Background: an optimization exercise with open tools, aiming at small area and a short achievable clock period. Do not read the settings as production practice. Function not checked in this run: the RTL went through the layout flow alone.

==> flow/design.v <==
module pxp_layer_engine (
    input  wire         clk,
    input  wire         rst,
    input  wire         cfg_we,
    input  wire [2:0]   cfg_sel,
    input  wire [39:0]  cfg_data,
    input  wire         in_valid,
    input  wire [159:0] in_pix,
    input  wire [3:0]   in_transp,
    input  wire [3:0]   in_err,
    output wire         out_valid,
    output wire [29:0]  out_pix,
    output wire         out_err
);
    localparam NL = 4;
    reg        l_en      [0:NL-1];
    reg        l_premult [0:NL-1];
    reg [1:0]  l_key     [0:NL-1];
    reg        l_invert  [0:NL-1];
    reg [1:0]  l_keylay  [0:NL-1];
    reg [9:0]  l_global  [0:NL-1];
    reg [9:0]  l_clip_lo [0:NL-1];
    reg [9:0]  l_clip_hi [0:NL-1];
    reg [29:0] bg;
    reg [2:0]  nlayers;
    integer i;
    always @(posedge clk) begin
        if (rst) begin
            for (i = 0; i < NL; i = i + 1)
                l_en[i] <= 1'b0;
            bg      <= {10'd64, 10'd512, 10'd512};
            nlayers <= 3'd0;
        end else if (cfg_we) begin
            if (cfg_sel < NL) begin
                l_en[cfg_sel[1:0]] <= cfg_data[39];
            end else if (cfg_sel == 3'd4) begin
                bg      <= cfg_data[29:0];
                nlayers <= (cfg_data[32:30] > NL) ? NL[2:0] : cfg_data[32:30];
            end
        end
    end
    always @(posedge clk) begin
        if (cfg_we && cfg_sel < NL) begin
            l_premult[cfg_sel[1:0]] <= cfg_data[38];
            l_key[cfg_sel[1:0]]     <= cfg_data[37:36];
            l_invert[cfg_sel[1:0]]  <= cfg_data[35];
            l_keylay[cfg_sel[1:0]]  <= cfg_data[33:32];
            l_global[cfg_sel[1:0]]  <= cfg_data[29:20];
            l_clip_lo[cfg_sel[1:0]] <= cfg_data[19:10];
            l_clip_hi[cfg_sel[1:0]] <= cfg_data[9:0];
        end
    end
    function [9:0] clamp10;
        input [10:0] v;
        begin
            if (v < 11'd4)         clamp10 = 10'd4;
            else if (v > 11'd1019) clamp10 = 10'd1019;
            else                   clamp10 = v[9:0];
        end
    endfunction
    function [10:0] divstep;       
        input [9:0] r;
        input       nb;
        input [9:0] d;
        reg   [11:0] t;
        begin
            t = {1'b0, r, nb} - {2'b0, d};
            if (t[11]) divstep = {1'b0, r[8:0], nb};
            else       divstep = {1'b1, t[9:0]};
        end
    endfunction
    reg         r0_v;
    reg [159:0] r0_pix;
    reg [3:0]   r0_tr;
    reg [3:0]   r0_er;
    always @(posedge clk) begin
        if (rst) r0_v <= 1'b0;
        else     r0_v <= in_valid;
        r0_pix <= in_pix;
        r0_tr  <= in_transp;
        r0_er  <= in_err;
    end
    reg         r1_v;
    reg [119:0] r1_f;
    reg [3:0]   r1_act, r1_er, r1_div;
    reg [9:0]   r1_r  [0:NL-1];    
    reg [5:0]   r1_q  [0:NL-1];
    reg [3:0]   r1_nl [0:NL-1];    
    reg [3:0]   act_c;
    reg [9:0]   ys, dd, rr, n;
    reg         ka, le, ge;
    reg [19:0]  num_c;
    reg [10:0]  st;
    reg [5:0]   qc;
    integer     j;
    always @* begin
        for (i = 0; i < NL; i = i + 1)
            act_c[i] = l_en[i] && (i < nlayers) && !r0_tr[i];
    end
    always @(posedge clk) begin
        if (rst) r1_v <= 1'b0;
        else     r1_v <= r0_v;
        r1_act <= act_c;
        r1_er  <= r0_er;
        for (i = 0; i < NL; i = i + 1) begin
            r1_f[30*i +: 30] <= r0_pix[40*i +: 30];
            if (l_key[i] == 2'd3) begin
                ys = r0_pix[40*l_keylay[i]+20 +: 10];
                ka = act_c[l_keylay[i]];
            end else begin
                ys = r0_pix[40*i+20 +: 10];
                ka = 1'b1;
            end
            le = ys <= l_clip_lo[i];
            ge = ys >= l_clip_hi[i];
            dd = l_clip_hi[i] - l_clip_lo[i];
            n  = ys - l_clip_lo[i];
            num_c = {n, 10'd0} - {10'd0, n} + {11'd0, dd[9:1]};
            rr = num_c[19:10];
            for (j = 9; j >= 4; j = j - 1) begin
                st = divstep(rr, num_c[j], dd);
                qc[j-4] = st[10];
                rr = st[9:0];
            end
            r1_q[i]  <= qc;
            r1_nl[i] <= num_c[3:0];
            if (!act_c[i]) begin
                r1_div[i] <= 1'b0;
                r1_r[i]   <= 10'd0;
            end else if (l_key[i] == 2'd0) begin
                r1_div[i] <= 1'b0;
                r1_r[i]   <= 10'd1023;
            end else if (l_key[i] == 2'd1) begin
                r1_div[i] <= 1'b0;
                r1_r[i]   <= r0_pix[40*i+30 +: 10];
            end else if (!ka || le) begin
                r1_div[i] <= 1'b0;
                r1_r[i]   <= 10'd0;
            end else if (ge) begin
                r1_div[i] <= 1'b0;
                r1_r[i]   <= 10'd1023;
            end else begin
                r1_div[i] <= 1'b1;
                r1_r[i]   <= rr;
            end
        end
    end
    reg         r2_v;
    reg [119:0] r2_f;
    reg [3:0]   r2_act;
    reg [39:0]  r2_a;
    reg         r2_er;
    reg [9:0]   kk;
    reg [3:0]   qd;
    reg [9:0]   k_c [0:NL-1];
    wire [9:0]  a_c [0:NL-1];
    always @* begin
        for (i = 0; i < NL; i = i + 1) begin
            dd = l_clip_hi[i] - l_clip_lo[i];
            rr = r1_r[i];
            for (j = 3; j >= 0; j = j - 1) begin
                st = divstep(rr, r1_nl[i][j], dd);
                qd[j] = st[10];
                rr = st[9:0];
            end
            kk = r1_div[i] ? {r1_q[i], qd} : r1_r[i];
            k_c[i] = (l_invert[i] && r1_act[i]) ? ~kk : kk;
        end
    end
    genvar g;
    generate
        for (g = 0; g < NL; g = g + 1) begin : alpha
            pxp_alpha_unit u (.k(k_c[g]), .g(l_global[g]), .y(a_c[g]));
        end
    endgenerate
    always @(posedge clk) begin
        if (rst) r2_v <= 1'b0;
        else     r2_v <= r1_v;
        r2_f   <= r1_f;
        r2_act <= r1_act;
        r2_er  <= |{a_c[3] != 10'd0 && r1_er[3], a_c[2] != 10'd0 && r1_er[2],
                    a_c[1] != 10'd0 && r1_er[1], a_c[0] != 10'd0 && r1_er[0]};
        r2_a   <= {a_c[3], a_c[2], a_c[1], a_c[0]};
    end
    wire [29:0] bgc = {clamp10({1'b0, bg[29:20]}), clamp10({1'b0, bg[19:10]}),
                       clamp10({1'b0, bg[9:0]})};
    reg         r3_v, r4_v, r5_v, r6_v;
    reg         r3_er, r4_er, r5_er, r6_er;
    reg [29:0]  r3_b, r4_b, r5_b, r6_b;
    reg [89:0]  r3_f;
    reg [29:0]  r3_a;
    reg [2:0]   r3_act;
    reg [59:0]  r4_f;
    reg [19:0]  r4_a;
    reg [1:0]   r4_act;
    reg [29:0]  r5_f;
    reg [9:0]   r5_a;
    reg         r5_act;
    wire [29:0] b1, b2, b3, b4;
    pxp_blend3 u_l0 (.pm(l_premult[0] & r2_act[0]), .a(r2_a[9:0]), .f(r2_f[29:0]), .b(bgc),  .y(b1));
    pxp_blend3 u_l1 (.pm(l_premult[1] & r3_act[0]), .a(r3_a[9:0]), .f(r3_f[29:0]), .b(r3_b), .y(b2));
    pxp_blend3 u_l2 (.pm(l_premult[2] & r4_act[0]), .a(r4_a[9:0]), .f(r4_f[29:0]), .b(r4_b), .y(b3));
    pxp_blend3 u_l3 (.pm(l_premult[3] & r5_act),    .a(r5_a),      .f(r5_f),       .b(r5_b), .y(b4));
    always @(posedge clk) begin
        if (rst) begin
            r3_v <= 1'b0; r4_v <= 1'b0; r5_v <= 1'b0; r6_v <= 1'b0;
        end else begin
            r3_v <= r2_v; r4_v <= r3_v; r5_v <= r4_v; r6_v <= r5_v;
        end
        r3_er <= r2_er; r4_er <= r3_er; r5_er <= r4_er; r6_er <= r5_er;
        r3_f <= r2_f[119:30];  r3_a <= r2_a[39:10];  r3_act <= r2_act[3:1];
        r4_f <= r3_f[89:30];   r4_a <= r3_a[29:10];  r4_act <= r3_act[2:1];
        r5_f <= r4_f[59:30];   r5_a <= r4_a[19:10];  r5_act <= r4_act[1];
        r3_b <= b1; r4_b <= b2; r5_b <= b3; r6_b <= b4;
    end
    assign out_valid = r6_v;
    assign out_pix   = r6_b;
    assign out_err   = r6_er;
endmodule
module pxp_blend3 (
    input  wire        pm,
    input  wire [9:0]  a,
    input  wire [29:0] f,
    input  wire [29:0] b,
    output wire [29:0] y
);
    pxp_blend_unit u2 (.pm(pm), .a(a), .f(f[29:20]), .b(b[29:20]), .y(y[29:20]));
    pxp_blend_unit u1 (.pm(pm), .a(a), .f(f[19:10]), .b(b[19:10]), .y(y[19:10]));
    pxp_blend_unit u0 (.pm(pm), .a(a), .f(f[9:0]),   .b(b[9:0]),   .y(y[9:0]));
endmodule
module pxp_blend_unit (input wire pm, input wire [9:0] a, input wire [9:0] f,
                       input wire [9:0] b, output wire [9:0] y);
    wire [9:0] fm = pm ? 10'd0 : f;
    wire [9:0] fp = pm ? f : 10'd0;
    wire [9:0] m0 = a[0] ? fm : b;
    wire [9:0] m1 = a[1] ? fm : b;
    wire [9:0] m2 = a[2] ? fm : b;
    wire [9:0] m3 = a[3] ? fm : b;
    wire [9:0] m4 = a[4] ? fm : b;
    wire [9:0] m5 = a[5] ? fm : b;
    wire [9:0] m6 = a[6] ? fm : b;
    wire [9:0] m7 = a[7] ? fm : b;
    wire [9:0] m8 = a[8] ? fm : b;
    wire [9:0] m9 = a[9] ? fm : b;
    wire w1 = m0[8] ^ m1[7];
    wire w2 = m0[8] & m1[7];
    wire w3 = m0[9] ^ m1[8] ^ m2[7];
    wire w4 = (m0[9] & m1[8]) | (m0[9] & m2[7]) | (m1[8] & m2[7]);
    wire w5 = m1[9] ^ m2[8];
    wire w6 = m1[9] & m2[8];
    wire w7 = m0[5] ^ m1[4];
    wire w8 = m0[5] & m1[4];
    wire w9 = m0[6] ^ m1[5] ^ m2[4];
    wire w10 = (m0[6] & m1[5]) | (m0[6] & m2[4]) | (m1[5] & m2[4]);
    wire w11 = m3[3] ^ m4[2];
    wire w12 = m3[3] & m4[2];
    wire w13 = m0[7] ^ m1[6] ^ m2[5];
    wire w14 = (m0[7] & m1[6]) | (m0[7] & m2[5]) | (m1[6] & m2[5]);
    wire w15 = m3[4] ^ m4[3] ^ m5[2];
    wire w16 = (m3[4] & m4[3]) | (m3[4] & m5[2]) | (m4[3] & m5[2]);
    wire w17 = m6[1] ^ m7[0];
    wire w18 = m6[1] & m7[0];
    wire w19 = m2[6] ^ m3[5] ^ m4[4];
    wire w20 = (m2[6] & m3[5]) | (m2[6] & m4[4]) | (m3[5] & m4[4]);
    wire w21 = m5[3] ^ m6[2] ^ m7[1];
    wire w22 = (m5[3] & m6[2]) | (m5[3] & m7[1]) | (m6[2] & m7[1]);
    wire w23 = ~(m8[0] ^ w1);
    wire w24 = m8[0] | w1;
    wire w25 = m3[6] ^ m4[5] ^ m5[4];
    wire w26 = (m3[6] & m4[5]) | (m3[6] & m5[4]) | (m4[5] & m5[4]);
    wire w27 = m6[3] ^ m7[2] ^ m8[1];
    wire w28 = (m6[3] & m7[2]) | (m6[3] & m8[1]) | (m7[2] & m8[1]);
    wire w29 = m9[0] ^ w2 ^ w3;
    wire w30 = (m9[0] & w2) | (m9[0] & w3) | (w2 & w3);
    wire w31 = m3[7] ^ m4[6] ^ m5[5];
    wire w32 = (m3[7] & m4[6]) | (m3[7] & m5[5]) | (m4[6] & m5[5]);
    wire w33 = m6[4] ^ m7[3] ^ m8[2];
    wire w34 = (m6[4] & m7[3]) | (m6[4] & m8[2]) | (m7[3] & m8[2]);
    wire w35 = m9[1] ^ w4 ^ w5;
    wire w36 = (m9[1] & w4) | (m9[1] & w5) | (w4 & w5);
    wire w37 = m2[9] ^ m3[8] ^ m4[7];
    wire w38 = (m2[9] & m3[8]) | (m2[9] & m4[7]) | (m3[8] & m4[7]);
    wire w39 = m5[6] ^ m6[5] ^ m7[4];
    wire w40 = (m5[6] & m6[5]) | (m5[6] & m7[4]) | (m6[5] & m7[4]);
    wire w41 = m8[3] ^ m9[2] ^ w6;
    wire w42 = (m8[3] & m9[2]) | (m8[3] & w6) | (m9[2] & w6);
    wire w43 = m3[9] ^ m4[8] ^ m5[7];
    wire w44 = (m3[9] & m4[8]) | (m3[9] & m5[7]) | (m4[8] & m5[7]);
    wire w45 = m6[6] ^ m7[5] ^ m8[4];
    wire w46 = (m6[6] & m7[5]) | (m6[6] & m8[4]) | (m7[5] & m8[4]);
    wire w47 = m4[9] ^ m5[8] ^ m6[7];
    wire w48 = (m4[9] & m5[8]) | (m4[9] & m6[7]) | (m5[8] & m6[7]);
    wire w49 = m0[3] ^ m1[2];
    wire w50 = m0[3] & m1[2];
    wire w51 = m0[4] ^ m1[3] ^ m2[2];
    wire w52 = (m0[4] & m1[3]) | (m0[4] & m2[2]) | (m1[3] & m2[2]);
    wire w53 = m3[1] ^ m4[0];
    wire w54 = m3[1] & m4[0];
    wire w55 = m2[3] ^ m3[2] ^ m4[1];
    wire w56 = (m2[3] & m3[2]) | (m2[3] & m4[1]) | (m3[2] & m4[1]);
    wire w57 = ~(m5[0] ^ w7);
    wire w58 = m5[0] | w7;
    wire w59 = ~(m5[1] ^ m6[0]);
    wire w60 = m5[1] | m6[0];
    wire w61 = w8 ^ w9 ^ w11;
    wire w62 = (w8 & w9) | (w8 & w11) | (w9 & w11);
    wire w63 = ~(w10 ^ w12);
    wire w64 = w10 | w12;
    wire w65 = w13 ^ w15 ^ w17;
    wire w66 = (w13 & w15) | (w13 & w17) | (w15 & w17);
    wire w67 = w14 ^ w16 ^ w18;
    wire w68 = (w14 & w16) | (w14 & w18) | (w16 & w18);
    wire w69 = w19 ^ w21 ^ w23;
    wire w70 = (w19 & w21) | (w19 & w23) | (w21 & w23);
    wire w71 = w20 ^ w22 ^ w24;
    wire w72 = (w20 & w22) | (w20 & w24) | (w22 & w24);
    wire w73 = w25 ^ w27 ^ w29;
    wire w74 = (w25 & w27) | (w25 & w29) | (w27 & w29);
    wire w75 = w26 ^ w28 ^ w30;
    wire w76 = (w26 & w28) | (w26 & w30) | (w28 & w30);
    wire w77 = w31 ^ w33 ^ w35;
    wire w78 = (w31 & w33) | (w31 & w35) | (w33 & w35);
    wire w79 = w32 ^ w34 ^ w36;
    wire w80 = (w32 & w34) | (w32 & w36) | (w34 & w36);
    wire w81 = w37 ^ w39 ^ w41;
    wire w82 = (w37 & w39) | (w37 & w41) | (w39 & w41);
    wire w83 = m9[3] ^ w38 ^ w40;
    wire w84 = (m9[3] & w38) | (m9[3] & w40) | (w38 & w40);
    wire w85 = w42 ^ w43 ^ w45;
    wire w86 = (w42 & w43) | (w42 & w45) | (w43 & w45);
    wire w87 = m7[6] ^ m8[5] ^ m9[4];
    wire w88 = (m7[6] & m8[5]) | (m7[6] & m9[4]) | (m8[5] & m9[4]);
    wire w89 = w44 ^ w46 ^ w47;
    wire w90 = (w44 & w46) | (w44 & w47) | (w46 & w47);
    wire w91 = m5[9] ^ m6[8] ^ m7[7];
    wire w92 = (m5[9] & m6[8]) | (m5[9] & m7[7]) | (m6[8] & m7[7]);
    wire w93 = m8[6] ^ m9[5] ^ w48;
    wire w94 = (m8[6] & m9[5]) | (m8[6] & w48) | (m9[5] & w48);
    wire w95 = m6[9] ^ m7[8] ^ m8[7];
    wire w96 = (m6[9] & m7[8]) | (m6[9] & m8[7]) | (m7[8] & m8[7]);
    wire w97 = m0[2] ^ m1[1];
    wire w98 = m0[2] & m1[1];
    wire w99 = ~(m2[1] ^ m3[0]);
    wire w100 = m2[1] | m3[0];
    wire w101 = ~(w50 ^ w51);
    wire w102 = w50 | w51;
    wire w103 = w52 ^ w54 ^ w55;
    wire w104 = (w52 & w54) | (w52 & w55) | (w54 & w55);
    wire w105 = w56 ^ w58 ^ w59;
    wire w106 = (w56 & w58) | (w56 & w59) | (w58 & w59);
    wire w107 = w60 ^ w62 ^ w63;
    wire w108 = (w60 & w62) | (w60 & w63) | (w62 & w63);
    wire w109 = w64 ^ w66 ^ w67;
    wire w110 = (w64 & w66) | (w64 & w67) | (w66 & w67);
    wire w111 = w68 ^ w70 ^ w71;
    wire w112 = (w68 & w70) | (w68 & w71) | (w70 & w71);
    wire w113 = w72 ^ w74 ^ w75;
    wire w114 = (w72 & w74) | (w72 & w75) | (w74 & w75);
    wire w115 = w76 ^ w78 ^ w79;
    wire w116 = (w76 & w78) | (w76 & w79) | (w78 & w79);
    wire w117 = w80 ^ w82 ^ w83;
    wire w118 = (w80 & w82) | (w80 & w83) | (w82 & w83);
    wire w119 = w84 ^ w86 ^ w87;
    wire w120 = (w84 & w86) | (w84 & w87) | (w86 & w87);
    wire w121 = w88 ^ w90 ^ w91;
    wire w122 = (w88 & w90) | (w88 & w91) | (w90 & w91);
    wire w123 = m9[6] ^ w92 ^ w94;
    wire w124 = (m9[6] & w92) | (m9[6] & w94) | (w92 & w94);
    wire w125 = m7[9] ^ m8[8] ^ m9[7];
    wire w126 = (m7[9] & m8[8]) | (m7[9] & m9[7]) | (m8[8] & m9[7]);
    wire w127 = m0[1] ^ m1[0];
    wire w128 = m0[1] & m1[0];
    wire w129 = ~(m2[0] ^ w97);
    wire w130 = m2[0] | w97;
    wire w131 = w49 ^ w98 ^ w99;
    wire w132 = (w49 & w98) | (w49 & w99) | (w98 & w99);
    wire w133 = w53 ^ w100 ^ w101;
    wire w134 = (w53 & w100) | (w53 & w101) | (w100 & w101);
    wire w135 = w57 ^ w102 ^ w103;
    wire w136 = (w57 & w102) | (w57 & w103) | (w102 & w103);
    wire w137 = w61 ^ w104 ^ w105;
    wire w138 = (w61 & w104) | (w61 & w105) | (w104 & w105);
    wire w139 = w65 ^ w106 ^ w107;
    wire w140 = (w65 & w106) | (w65 & w107) | (w106 & w107);
    wire w141 = w69 ^ w108 ^ w109;
    wire w142 = (w69 & w108) | (w69 & w109) | (w108 & w109);
    wire w143 = w73 ^ w110 ^ w111;
    wire w144 = (w73 & w110) | (w73 & w111) | (w110 & w111);
    wire w145 = w77 ^ w112 ^ w113;
    wire w146 = (w77 & w112) | (w77 & w113) | (w112 & w113);
    wire w147 = w81 ^ w114 ^ w115;
    wire w148 = (w81 & w114) | (w81 & w115) | (w114 & w115);
    wire w149 = w85 ^ w116 ^ w117;
    wire w150 = (w85 & w116) | (w85 & w117) | (w116 & w117);
    wire w151 = w89 ^ w118 ^ w119;
    wire w152 = (w89 & w118) | (w89 & w119) | (w118 & w119);
    wire w153 = w93 ^ w120 ^ w121;
    wire w154 = (w93 & w120) | (w93 & w121) | (w120 & w121);
    wire w155 = w95 ^ w122 ^ w123;
    wire w156 = (w95 & w122) | (w95 & w123) | (w122 & w123);
    wire w157 = w96 ^ w124 ^ w125;
    wire w158 = (w96 & w124) | (w96 & w125) | (w124 & w125);
    wire w159 = m8[9] ^ m9[8] ^ w126;
    wire w160 = (m8[9] & m9[8]) | (m8[9] & w126) | (m9[8] & w126);
    wire w161 = ~m0[0];
    wire w162 = ~(w127 ^ m0[0]);
    wire w163 = w127 | m0[0];
    wire w164 = w128 ^ w129 ^ w163;
    wire w165 = (w128 & w129) | (w128 & w163) | (w129 & w163);
    wire w166 = w130 ^ w131 ^ w165;
    wire w167 = (w130 & w131) | (w130 & w165) | (w131 & w165);
    wire w168 = w132 ^ w133 ^ w167;
    wire w169 = (w132 & w133) | (w132 & w167) | (w133 & w167);
    wire w170 = w134 ^ w135 ^ w169;
    wire w171 = (w134 & w135) | (w134 & w169) | (w135 & w169);
    wire w172 = w136 ^ w137 ^ w171;
    wire w173 = (w136 & w137) | (w136 & w171) | (w137 & w171);
    wire w174 = w138 ^ w139 ^ w173;
    wire w175 = (w138 & w139) | (w138 & w173) | (w139 & w173);
    wire w176 = w140 ^ w141 ^ w175;
    wire w177 = (w140 & w141) | (w140 & w175) | (w141 & w175);
    wire w178 = w142 ^ w143 ^ w177;
    wire w179 = (w142 & w143) | (w142 & w177) | (w143 & w177);
    wire w180 = w144 ^ w145 ^ w179;
    wire w181 = (w144 & w145) | (w144 & w179) | (w145 & w179);
    wire w182 = w146 ^ w147 ^ w181;
    wire w183 = (w146 & w147) | (w146 & w181) | (w147 & w181);
    wire w184 = w148 ^ w149 ^ w183;
    wire w185 = (w148 & w149) | (w148 & w183) | (w149 & w183);
    wire w186 = w150 ^ w151 ^ w185;
    wire w187 = (w150 & w151) | (w150 & w185) | (w151 & w185);
    wire w188 = w152 ^ w153 ^ w187;
    wire w189 = (w152 & w153) | (w152 & w187) | (w153 & w187);
    wire w190 = w154 ^ w155 ^ w189;
    wire w191 = (w154 & w155) | (w154 & w189) | (w155 & w189);
    wire w192 = w156 ^ w157 ^ w191;
    wire w193 = (w156 & w157) | (w156 & w191) | (w157 & w191);
    wire w194 = w158 ^ w159 ^ w193;
    wire w195 = (w158 & w159) | (w158 & w193) | (w159 & w193);
    wire w196 = m9[9] ^ w160 ^ w195;
    wire w197 = (m9[9] & w160) | (m9[9] & w195) | (w160 & w195);
    wire w198 = ~(w161 ^ w180);
    wire w199 = w161 | w180;
    wire w200 = w162 ^ w182 ^ w199;
    wire w201 = (w162 & w182) | (w162 & w199) | (w182 & w199);
    wire w202 = w164 ^ w184 ^ w201;
    wire w203 = (w164 & w184) | (w164 & w201) | (w184 & w201);
    wire w204 = w166 ^ w186 ^ w203;
    wire w205 = (w166 & w186) | (w166 & w203) | (w186 & w203);
    wire w206 = w168 ^ w188 ^ w205;
    wire w207 = (w168 & w188) | (w168 & w205) | (w188 & w205);
    wire w208 = w170 ^ w190 ^ w207;
    wire w209 = (w170 & w190) | (w170 & w207) | (w190 & w207);
    wire w210 = w172 ^ w192 ^ w209;
    wire w211 = (w172 & w192) | (w172 & w209) | (w192 & w209);
    wire w212 = w174 ^ w194 ^ w211;
    wire w213 = (w174 & w194) | (w174 & w211) | (w194 & w211);
    wire w214 = w176 ^ w196 ^ w213;
    wire w215 = (w176 & w196) | (w176 & w213) | (w196 & w213);
    wire w216 = w178 ^ w197 ^ w215;
    wire w217 = (w178 & w197) | (w178 & w215) | (w197 & w215);
    wire w218 = w180 ^ fp[0] ^ w217;
    wire w219 = (w180 & fp[0]) | (w180 & w217) | (fp[0] & w217);
    wire w220 = w182 ^ fp[1] ^ w219;
    wire w221 = (w182 & fp[1]) | (w182 & w219) | (fp[1] & w219);
    wire w222 = w184 ^ fp[2] ^ w221;
    wire w223 = (w184 & fp[2]) | (w184 & w221) | (fp[2] & w221);
    wire w224 = w186 ^ fp[3] ^ w223;
    wire w225 = (w186 & fp[3]) | (w186 & w223) | (fp[3] & w223);
    wire w226 = w188 ^ fp[4] ^ w225;
    wire w227 = (w188 & fp[4]) | (w188 & w225) | (fp[4] & w225);
    wire w228 = w190 ^ fp[5] ^ w227;
    wire w229 = (w190 & fp[5]) | (w190 & w227) | (fp[5] & w227);
    wire w230 = w192 ^ fp[6] ^ w229;
    wire w231 = (w192 & fp[6]) | (w192 & w229) | (fp[6] & w229);
    wire w232 = w194 ^ fp[7] ^ w231;
    wire w233 = (w194 & fp[7]) | (w194 & w231) | (fp[7] & w231);
    wire w234 = w196 ^ fp[8] ^ w233;
    wire w235 = (w196 & fp[8]) | (w196 & w233) | (fp[8] & w233);
    wire w236 = w197 ^ fp[9] ^ w235;
    wire w237 = (w197 & fp[9]) | (w197 & w235) | (fp[9] & w235);
    wire [10:0] s = {w237, w236, w234, w232, w230, w228, w226, w224, w222, w220, w218};
    assign y = (s < 11'd4) ? 10'd4 : (s > 11'd1019) ? 10'd1019 : s[9:0];
endmodule
module pxp_alpha_unit (input wire [9:0] k, input wire [9:0] g, output wire [9:0] y);
    wire [9:0] m0 = k[0] ? g : 10'd0;
    wire [9:0] m1 = k[1] ? g : 10'd0;
    wire [9:0] m2 = k[2] ? g : 10'd0;
    wire [9:0] m3 = k[3] ? g : 10'd0;
    wire [9:0] m4 = k[4] ? g : 10'd0;
    wire [9:0] m5 = k[5] ? g : 10'd0;
    wire [9:0] m6 = k[6] ? g : 10'd0;
    wire [9:0] m7 = k[7] ? g : 10'd0;
    wire [9:0] m8 = k[8] ? g : 10'd0;
    wire [9:0] m9 = k[9] ? g : 10'd0;
    wire w1 = m0[8] ^ m1[7];
    wire w2 = m0[8] & m1[7];
    wire w3 = m0[9] ^ m1[8] ^ m2[7];
    wire w4 = (m0[9] & m1[8]) | (m0[9] & m2[7]) | (m1[8] & m2[7]);
    wire w5 = m1[9] ^ m2[8];
    wire w6 = m1[9] & m2[8];
    wire w7 = m0[5] ^ m1[4];
    wire w8 = m0[5] & m1[4];
    wire w9 = m0[6] ^ m1[5] ^ m2[4];
    wire w10 = (m0[6] & m1[5]) | (m0[6] & m2[4]) | (m1[5] & m2[4]);
    wire w11 = m3[3] ^ m4[2];
    wire w12 = m3[3] & m4[2];
    wire w13 = m0[7] ^ m1[6] ^ m2[5];
    wire w14 = (m0[7] & m1[6]) | (m0[7] & m2[5]) | (m1[6] & m2[5]);
    wire w15 = m3[4] ^ m4[3] ^ m5[2];
    wire w16 = (m3[4] & m4[3]) | (m3[4] & m5[2]) | (m4[3] & m5[2]);
    wire w17 = m6[1] ^ m7[0];
    wire w18 = m6[1] & m7[0];
    wire w19 = m2[6] ^ m3[5] ^ m4[4];
    wire w20 = (m2[6] & m3[5]) | (m2[6] & m4[4]) | (m3[5] & m4[4]);
    wire w21 = m5[3] ^ m6[2] ^ m7[1];
    wire w22 = (m5[3] & m6[2]) | (m5[3] & m7[1]) | (m6[2] & m7[1]);
    wire w23 = ~(m8[0] ^ w1);
    wire w24 = m8[0] | w1;
    wire w25 = m3[6] ^ m4[5] ^ m5[4];
    wire w26 = (m3[6] & m4[5]) | (m3[6] & m5[4]) | (m4[5] & m5[4]);
    wire w27 = m6[3] ^ m7[2] ^ m8[1];
    wire w28 = (m6[3] & m7[2]) | (m6[3] & m8[1]) | (m7[2] & m8[1]);
    wire w29 = m9[0] ^ w2 ^ w3;
    wire w30 = (m9[0] & w2) | (m9[0] & w3) | (w2 & w3);
    wire w31 = m3[7] ^ m4[6] ^ m5[5];
    wire w32 = (m3[7] & m4[6]) | (m3[7] & m5[5]) | (m4[6] & m5[5]);
    wire w33 = m6[4] ^ m7[3] ^ m8[2];
    wire w34 = (m6[4] & m7[3]) | (m6[4] & m8[2]) | (m7[3] & m8[2]);
    wire w35 = m9[1] ^ w4 ^ w5;
    wire w36 = (m9[1] & w4) | (m9[1] & w5) | (w4 & w5);
    wire w37 = m2[9] ^ m3[8] ^ m4[7];
    wire w38 = (m2[9] & m3[8]) | (m2[9] & m4[7]) | (m3[8] & m4[7]);
    wire w39 = m5[6] ^ m6[5] ^ m7[4];
    wire w40 = (m5[6] & m6[5]) | (m5[6] & m7[4]) | (m6[5] & m7[4]);
    wire w41 = m8[3] ^ m9[2] ^ w6;
    wire w42 = (m8[3] & m9[2]) | (m8[3] & w6) | (m9[2] & w6);
    wire w43 = m3[9] ^ m4[8] ^ m5[7];
    wire w44 = (m3[9] & m4[8]) | (m3[9] & m5[7]) | (m4[8] & m5[7]);
    wire w45 = m6[6] ^ m7[5] ^ m8[4];
    wire w46 = (m6[6] & m7[5]) | (m6[6] & m8[4]) | (m7[5] & m8[4]);
    wire w47 = m4[9] ^ m5[8] ^ m6[7];
    wire w48 = (m4[9] & m5[8]) | (m4[9] & m6[7]) | (m5[8] & m6[7]);
    wire w49 = m0[3] ^ m1[2];
    wire w50 = m0[3] & m1[2];
    wire w51 = m0[4] ^ m1[3] ^ m2[2];
    wire w52 = (m0[4] & m1[3]) | (m0[4] & m2[2]) | (m1[3] & m2[2]);
    wire w53 = m3[1] ^ m4[0];
    wire w54 = m3[1] & m4[0];
    wire w55 = m2[3] ^ m3[2] ^ m4[1];
    wire w56 = (m2[3] & m3[2]) | (m2[3] & m4[1]) | (m3[2] & m4[1]);
    wire w57 = ~(m5[0] ^ w7);
    wire w58 = m5[0] | w7;
    wire w59 = ~(m5[1] ^ m6[0]);
    wire w60 = m5[1] | m6[0];
    wire w61 = w8 ^ w9 ^ w11;
    wire w62 = (w8 & w9) | (w8 & w11) | (w9 & w11);
    wire w63 = ~(w10 ^ w12);
    wire w64 = w10 | w12;
    wire w65 = w13 ^ w15 ^ w17;
    wire w66 = (w13 & w15) | (w13 & w17) | (w15 & w17);
    wire w67 = w14 ^ w16 ^ w18;
    wire w68 = (w14 & w16) | (w14 & w18) | (w16 & w18);
    wire w69 = w19 ^ w21 ^ w23;
    wire w70 = (w19 & w21) | (w19 & w23) | (w21 & w23);
    wire w71 = w20 ^ w22 ^ w24;
    wire w72 = (w20 & w22) | (w20 & w24) | (w22 & w24);
    wire w73 = w25 ^ w27 ^ w29;
    wire w74 = (w25 & w27) | (w25 & w29) | (w27 & w29);
    wire w75 = w26 ^ w28 ^ w30;
    wire w76 = (w26 & w28) | (w26 & w30) | (w28 & w30);
    wire w77 = w31 ^ w33 ^ w35;
    wire w78 = (w31 & w33) | (w31 & w35) | (w33 & w35);
    wire w79 = w32 ^ w34 ^ w36;
    wire w80 = (w32 & w34) | (w32 & w36) | (w34 & w36);
    wire w81 = w37 ^ w39 ^ w41;
    wire w82 = (w37 & w39) | (w37 & w41) | (w39 & w41);
    wire w83 = m9[3] ^ w38 ^ w40;
    wire w84 = (m9[3] & w38) | (m9[3] & w40) | (w38 & w40);
    wire w85 = w42 ^ w43 ^ w45;
    wire w86 = (w42 & w43) | (w42 & w45) | (w43 & w45);
    wire w87 = m7[6] ^ m8[5] ^ m9[4];
    wire w88 = (m7[6] & m8[5]) | (m7[6] & m9[4]) | (m8[5] & m9[4]);
    wire w89 = w44 ^ w46 ^ w47;
    wire w90 = (w44 & w46) | (w44 & w47) | (w46 & w47);
    wire w91 = m5[9] ^ m6[8] ^ m7[7];
    wire w92 = (m5[9] & m6[8]) | (m5[9] & m7[7]) | (m6[8] & m7[7]);
    wire w93 = m8[6] ^ m9[5] ^ w48;
    wire w94 = (m8[6] & m9[5]) | (m8[6] & w48) | (m9[5] & w48);
    wire w95 = m6[9] ^ m7[8] ^ m8[7];
    wire w96 = (m6[9] & m7[8]) | (m6[9] & m8[7]) | (m7[8] & m8[7]);
    wire w97 = m0[2] ^ m1[1];
    wire w98 = m0[2] & m1[1];
    wire w99 = ~(m2[1] ^ m3[0]);
    wire w100 = m2[1] | m3[0];
    wire w101 = ~(w50 ^ w51);
    wire w102 = w50 | w51;
    wire w103 = w52 ^ w54 ^ w55;
    wire w104 = (w52 & w54) | (w52 & w55) | (w54 & w55);
    wire w105 = w56 ^ w58 ^ w59;
    wire w106 = (w56 & w58) | (w56 & w59) | (w58 & w59);
    wire w107 = w60 ^ w62 ^ w63;
    wire w108 = (w60 & w62) | (w60 & w63) | (w62 & w63);
    wire w109 = w64 ^ w66 ^ w67;
    wire w110 = (w64 & w66) | (w64 & w67) | (w66 & w67);
    wire w111 = w68 ^ w70 ^ w71;
    wire w112 = (w68 & w70) | (w68 & w71) | (w70 & w71);
    wire w113 = w72 ^ w74 ^ w75;
    wire w114 = (w72 & w74) | (w72 & w75) | (w74 & w75);
    wire w115 = w76 ^ w78 ^ w79;
    wire w116 = (w76 & w78) | (w76 & w79) | (w78 & w79);
    wire w117 = w80 ^ w82 ^ w83;
    wire w118 = (w80 & w82) | (w80 & w83) | (w82 & w83);
    wire w119 = w84 ^ w86 ^ w87;
    wire w120 = (w84 & w86) | (w84 & w87) | (w86 & w87);
    wire w121 = w88 ^ w90 ^ w91;
    wire w122 = (w88 & w90) | (w88 & w91) | (w90 & w91);
    wire w123 = m9[6] ^ w92 ^ w94;
    wire w124 = (m9[6] & w92) | (m9[6] & w94) | (w92 & w94);
    wire w125 = m7[9] ^ m8[8] ^ m9[7];
    wire w126 = (m7[9] & m8[8]) | (m7[9] & m9[7]) | (m8[8] & m9[7]);
    wire w127 = m0[1] ^ m1[0];
    wire w128 = m0[1] & m1[0];
    wire w129 = ~(m2[0] ^ w97);
    wire w130 = m2[0] | w97;
    wire w131 = w49 ^ w98 ^ w99;
    wire w132 = (w49 & w98) | (w49 & w99) | (w98 & w99);
    wire w133 = w53 ^ w100 ^ w101;
    wire w134 = (w53 & w100) | (w53 & w101) | (w100 & w101);
    wire w135 = w57 ^ w102 ^ w103;
    wire w136 = (w57 & w102) | (w57 & w103) | (w102 & w103);
    wire w137 = w61 ^ w104 ^ w105;
    wire w138 = (w61 & w104) | (w61 & w105) | (w104 & w105);
    wire w139 = w65 ^ w106 ^ w107;
    wire w140 = (w65 & w106) | (w65 & w107) | (w106 & w107);
    wire w141 = w69 ^ w108 ^ w109;
    wire w142 = (w69 & w108) | (w69 & w109) | (w108 & w109);
    wire w143 = w73 ^ w110 ^ w111;
    wire w144 = (w73 & w110) | (w73 & w111) | (w110 & w111);
    wire w145 = w77 ^ w112 ^ w113;
    wire w146 = (w77 & w112) | (w77 & w113) | (w112 & w113);
    wire w147 = w81 ^ w114 ^ w115;
    wire w148 = (w81 & w114) | (w81 & w115) | (w114 & w115);
    wire w149 = w85 ^ w116 ^ w117;
    wire w150 = (w85 & w116) | (w85 & w117) | (w116 & w117);
    wire w151 = w89 ^ w118 ^ w119;
    wire w152 = (w89 & w118) | (w89 & w119) | (w118 & w119);
    wire w153 = w93 ^ w120 ^ w121;
    wire w154 = (w93 & w120) | (w93 & w121) | (w120 & w121);
    wire w155 = w95 ^ w122 ^ w123;
    wire w156 = (w95 & w122) | (w95 & w123) | (w122 & w123);
    wire w157 = w96 ^ w124 ^ w125;
    wire w158 = (w96 & w124) | (w96 & w125) | (w124 & w125);
    wire w159 = m8[9] ^ m9[8] ^ w126;
    wire w160 = (m8[9] & m9[8]) | (m8[9] & w126) | (m9[8] & w126);
    wire w161 = ~m0[0];
    wire w162 = ~(w127 ^ m0[0]);
    wire w163 = w127 | m0[0];
    wire w164 = w128 ^ w129 ^ w163;
    wire w165 = (w128 & w129) | (w128 & w163) | (w129 & w163);
    wire w166 = w130 ^ w131 ^ w165;
    wire w167 = (w130 & w131) | (w130 & w165) | (w131 & w165);
    wire w168 = w132 ^ w133 ^ w167;
    wire w169 = (w132 & w133) | (w132 & w167) | (w133 & w167);
    wire w170 = w134 ^ w135 ^ w169;
    wire w171 = (w134 & w135) | (w134 & w169) | (w135 & w169);
    wire w172 = w136 ^ w137 ^ w171;
    wire w173 = (w136 & w137) | (w136 & w171) | (w137 & w171);
    wire w174 = w138 ^ w139 ^ w173;
    wire w175 = (w138 & w139) | (w138 & w173) | (w139 & w173);
    wire w176 = w140 ^ w141 ^ w175;
    wire w177 = (w140 & w141) | (w140 & w175) | (w141 & w175);
    wire w178 = w142 ^ w143 ^ w177;
    wire w179 = (w142 & w143) | (w142 & w177) | (w143 & w177);
    wire w180 = w144 ^ w145 ^ w179;
    wire w181 = (w144 & w145) | (w144 & w179) | (w145 & w179);
    wire w182 = w146 ^ w147 ^ w181;
    wire w183 = (w146 & w147) | (w146 & w181) | (w147 & w181);
    wire w184 = w148 ^ w149 ^ w183;
    wire w185 = (w148 & w149) | (w148 & w183) | (w149 & w183);
    wire w186 = w150 ^ w151 ^ w185;
    wire w187 = (w150 & w151) | (w150 & w185) | (w151 & w185);
    wire w188 = w152 ^ w153 ^ w187;
    wire w189 = (w152 & w153) | (w152 & w187) | (w153 & w187);
    wire w190 = w154 ^ w155 ^ w189;
    wire w191 = (w154 & w155) | (w154 & w189) | (w155 & w189);
    wire w192 = w156 ^ w157 ^ w191;
    wire w193 = (w156 & w157) | (w156 & w191) | (w157 & w191);
    wire w194 = w158 ^ w159 ^ w193;
    wire w195 = (w158 & w159) | (w158 & w193) | (w159 & w193);
    wire w196 = m9[9] ^ w160 ^ w195;
    wire w197 = (m9[9] & w160) | (m9[9] & w195) | (w160 & w195);
    wire w198 = ~(w161 ^ w180);
    wire w199 = w161 | w180;
    wire w200 = w162 ^ w182 ^ w199;
    wire w201 = (w162 & w182) | (w162 & w199) | (w182 & w199);
    wire w202 = w164 ^ w184 ^ w201;
    wire w203 = (w164 & w184) | (w164 & w201) | (w184 & w201);
    wire w204 = w166 ^ w186 ^ w203;
    wire w205 = (w166 & w186) | (w166 & w203) | (w186 & w203);
    wire w206 = w168 ^ w188 ^ w205;
    wire w207 = (w168 & w188) | (w168 & w205) | (w188 & w205);
    wire w208 = w170 ^ w190 ^ w207;
    wire w209 = (w170 & w190) | (w170 & w207) | (w190 & w207);
    wire w210 = w172 ^ w192 ^ w209;
    wire w211 = (w172 & w192) | (w172 & w209) | (w192 & w209);
    wire w212 = w174 ^ w194 ^ w211;
    wire w213 = (w174 & w194) | (w174 & w211) | (w194 & w211);
    wire w214 = w176 ^ w196 ^ w213;
    wire w215 = (w176 & w196) | (w176 & w213) | (w196 & w213);
    wire w216 = w178 ^ w197 ^ w215;
    wire w217 = (w178 & w197) | (w178 & w215) | (w197 & w215);
    wire w218 = w180 ^ w217;
    wire w219 = w180 & w217;
    wire w220 = w182 ^ w219;
    wire w221 = w182 & w219;
    wire w222 = w184 ^ w221;
    wire w223 = w184 & w221;
    wire w224 = w186 ^ w223;
    wire w225 = w186 & w223;
    wire w226 = w188 ^ w225;
    wire w227 = w188 & w225;
    wire w228 = w190 ^ w227;
    wire w229 = w190 & w227;
    wire w230 = w192 ^ w229;
    wire w231 = w192 & w229;
    wire w232 = w194 ^ w231;
    wire w233 = w194 & w231;
    wire w234 = w196 ^ w233;
    wire w235 = w196 & w233;
    wire w236 = w197 ^ w235;
    wire w237 = w197 & w235;
    assign y = {w236, w234, w232, w230, w228, w226, w224, w222, w220, w218};
endmodule
==> flow/run.sh <==
#!/bin/bash
# synth_recipe.tcl (not shown) runs the flow's synth.tcl, then flattens the netlist and writes it again
# the make line also repeats each setting of config.mk as NAME=value (left out here)
make -C /OpenROAD-flow-scripts/flow DESIGN_CONFIG=/design/flow/config.mk WORK_HOME=/design/flow/orfs CLKGATE_MAP_FILE= SYNTH_SCRIPT=/design/flow/synth_recipe.tcl finish
==> flow/config.mk <==
export PLATFORM = sky130hd
export DESIGN_NAME = pxp_layer_engine
export DESIGN_NICKNAME = pxp_layer_engine
export VERILOG_FILES = /design/flow/design.v
export SDC_FILE = /design/flow/constraint.sdc
export NUM_CORES = 4
export LEC_CHECK = 0
export CAP_MARGIN = 20
export CORE_MARGIN = 2
export CORE_UTILIZATION = 25
export SLEW_MARGIN = 20
==> flow/constraint.sdc <==
create_clock -name core_clock -period 90.0 [get_ports {clk}]
set_input_delay 18.0000 -clock core_clock [delete_from_list [all_inputs] [get_ports {clk}]]
set_output_delay 18.0000 -clock core_clock [all_outputs]
set_load 0.01 [all_outputs]
==> run notes <==
setup repair after global routing missed its margin no; Final period util 26.0%; Most Frequent Cell on Critical Path a21o_1; CTS tree yes; worst skew pair latency 0.89 ns; Post-CTS Setup Repair Bufs 0; Netlist Area Pre-Place 107,000 um^2; adder-cell share of the synthesized area 36.4%; Util after Layout 28.2%; GR Util All Layers 13.9%; first-pass GRT wire length 468,000 um; Synth cell types 117; Startpoint Class flip-flop; clock-pin slew on the worst setup and hold paths 0.06 ns; Post-synth EDFFs 148; status timing/DRC/antenna clean; Worst Hold Launch r3_f[68]$_DFF_P_; Top Ports 247; Worst slew margin 22.8%; post-DP HPWL 235,000 um; WP data arrival 24.18 ns; Starting Density 25.1%; die footprint 433,000 um^2; asr flop ratio synth 0%; synth warn 40; die height 658 um; fraction of layout cells with a size suffix above 1 8.07%; vias in the first global route 77.8k; worst min path class reg2reg; # setup viols final 0; average size of a mapped cell 9.83 um^2; predominant post-synthesis flop cell dfxtp_1; critical setup path kind reg2reg; DRT iter0 DRCs 4,488; sequential element share of the synthesized area 21.8%; critical path's slowest cell edfxtp_1; vias 74.5k; initial antenna violation count 38; Avg Vias per Cell 4.47; Detail Route Antenna Nets 0; largest family of logic cells by synthesized area adder cells; setup ws final 66.64 ns; PostCTS Resize Cnt 0; H-tree depth 4; Initial DRT Pass Iterations 6; CP Capture Type flip-flop; maxcap violations 0; # rows 240; multiplexer area fraction after synthesis 12.8%; Die Wd 658 um; synthesized netlist cell count 10.9k; clk root buf clkbuf_16; Nets 13.2k; Max Slew Vio Count 0; Synth top cells by count 2,099 x inv_1, 1,452 x fa_1, 945 x dfxtp_1, 891 x mux2i_1, 699 x ha_1; Routed WL per cell 18.3 um; Yosys top cell by area fa_1; Clock Skews 0.103 ns; total negative setup slack 0 ns; Final Cell Area 120,000 um^2; R2R Path Start l_key[0][0]$_DFFE_PP_; Longest Clk Path Bufs 4; Least-Margin Pin Slew 1.15 ns; Place WS 67.12 ns; largest net degree at the start of global routing 47; Overflow after GRT 0; synthesis-stage register bit count 1,093; crit path launch l_key[0][0]$_DFFE_PP_; I/O Buffers 245; top post-synthesis cells by area fa_1 27%, dfxtp_1 18%, mux2i_1 8.3%; dpl cell area 116,000 um^2; Hold Vio Cnt, Final 0; Post-Synth XOR/XNOR Area 2.45%; Post-Route Hold Slack 0.238 ns; clock sinks 1,093; final wirelength 305,000 um; WP data required 90.82 ns; most frequent cell after synthesis inv_1; Period minus WS final 23.36 ns; slowest stage delay, CP 0.81 ns; Syn-to-layout area delta 12.5%; Max Clock Freq 0.0428 GHz; CTS Buf Count 139; # hold bufs at CTS 0; drc violations 0; gpl congestion 0.866; CP max FO 16; syn_nets 13.2k; Synth top area share 27.2%; Compound-Gate Fraction of Synth Area 7.68%; core area 427,000 um^2; Synth Area in Simple Gates 9.55%
cells in the final DEF (no fill, tap or decap), types with 17 or more instances in the layout:
cell type and n:
nor3_1 59, xor2_1 107, nor2b_1 172, maj3_1 112, and3_1 98, or2_2 19
o21a_1 75, nor4_1 27, nand4_1 21, edfxtp_1 148, dfxtp_1 914, ha_1 699
a21oi_1 368, mux2i_1 891, o31ai_1 29, clkinv_2 17, nand4b_1 21, bufinv_16 18
a21o_1 115, nand2b_1 175, and2_1 308, clkbuf_16 144, or3_1 31, nand2_1 593
inv_1 2099, clkdlybuf4s50_1 244, fa_1 1452, mux2_2 406, buf_4 123, o21ai_0 331
a21boi_0 39, nor2_1 360, xnor2_1 182, diode_2 21, nand3_1 45, o22ai_1 37
a31oi_1 24, o211ai_1 25, dfxtp_2 31
critical path, delay by kind of cell (launching register included):
kind | cells | cell delay [ns]
adders and majority gates | 10 | 2.89
xor gates and xnor gates | 1 | 0.24
and+or+nand+nor | 27 | 5.71
DFF | 1 | 0.81
AOI/OAI and AO/OA | 50 | 10.70
muxes | 6 | 2.34
buffers and inverters | 7 | 0.49
logic make-up (layout without fill, tap and decap cells):
logic type,Yosys count,count (layout)
flops,1093,1093
other cells,0,21
mux,1308,1308
fa+ha+maj,2264,2264
simple gates,2004,2004
xor+xnor,294,294
buf+inv,2638,2718
compound gates,1279,1279
final timing paths:
kind / to / depth (start not counted) / slack, ns
max: r1_r[0][1]$_SDFF_PN0_ / 101 / 66.64
min: r4_f[38]$_DFF_P_ / 0 / 0.24
max reg2reg: r1_r[0][1]$_SDFF_PN0_ / 101 / 66.64
min reg2reg: r4_f[38]$_DFF_P_ / 0 / 0.24
cell type report:
| cell class | instances | area [um^2] |
|---|---|---|
| antenna | 21 | 52.6 |
| clock buffer | 166 | 3750 |
| clock inverter | 77 | 1050 |
| fill | 44700 | 306000 |
| inverter | 2107 | 7910 |
| multi-input combinational | 7149 | 73700 |
| sequential | 1093 | 23400 |
| tap | 5687 | 7120 |
| timing repair buffer | 368 | 3370 |
per-stage QoR:
stage | cells
2_1_floorplan | 10900
3_3_place_gp | 16400
3_5_place_dp | 16400
4_1_cts | 16600
5_1_grt | 16700
6_report | 16700
registers in the layout, indices dropped and copies added (netlist names), 40 cells and up:
name and flops:
l_global 40, r4_f 60, r2_a 40, r1_r 40
l_clip_hi 40, r1_f 120, r0_pix 160, l_clip_lo 40
r3_f 90, r2_f 120
metal layers:
metal	global-route usage (%)	wire length [um]	vias to the layer above
li1	-	-	34800
met1	17.6	130000	37200
met2	23.2	143000	1904
met3	2.53	17900	516
met4	5.76	13400	36
met5	0	230	-

==> what the ideal ports hide <==
In the flow no input, the clock included, has a driving cell. The finished layout below was timed again as built, in two steps.
Step 1 assumes that a clkbuf_16 drives the clock port and a buf_2 every other input.
Step 2 times the ports against the registers' clock, not the clock port: input delays grow and output delays shrink by t, the midpoint of the rising clock arrivals with the driver on.
a / b / c = ideal ports / drivers / drivers and shift; a / b = the first two.
shift t [ns]: 0.932
setup slack, ns: 66.640 / 66.640 / 66.640
worst hold slack (ns): 0.238 / 0.238 / 0.238
worst register clock-pin slew, ns: 0.07 / 0.07
worst data-port slew with drivers (ns): 0.24
After both steps setup and hold are still met in this run. For this run, drivers alone change the setup slack by 0.000 ns; drivers and shift together by 0.000 ns.
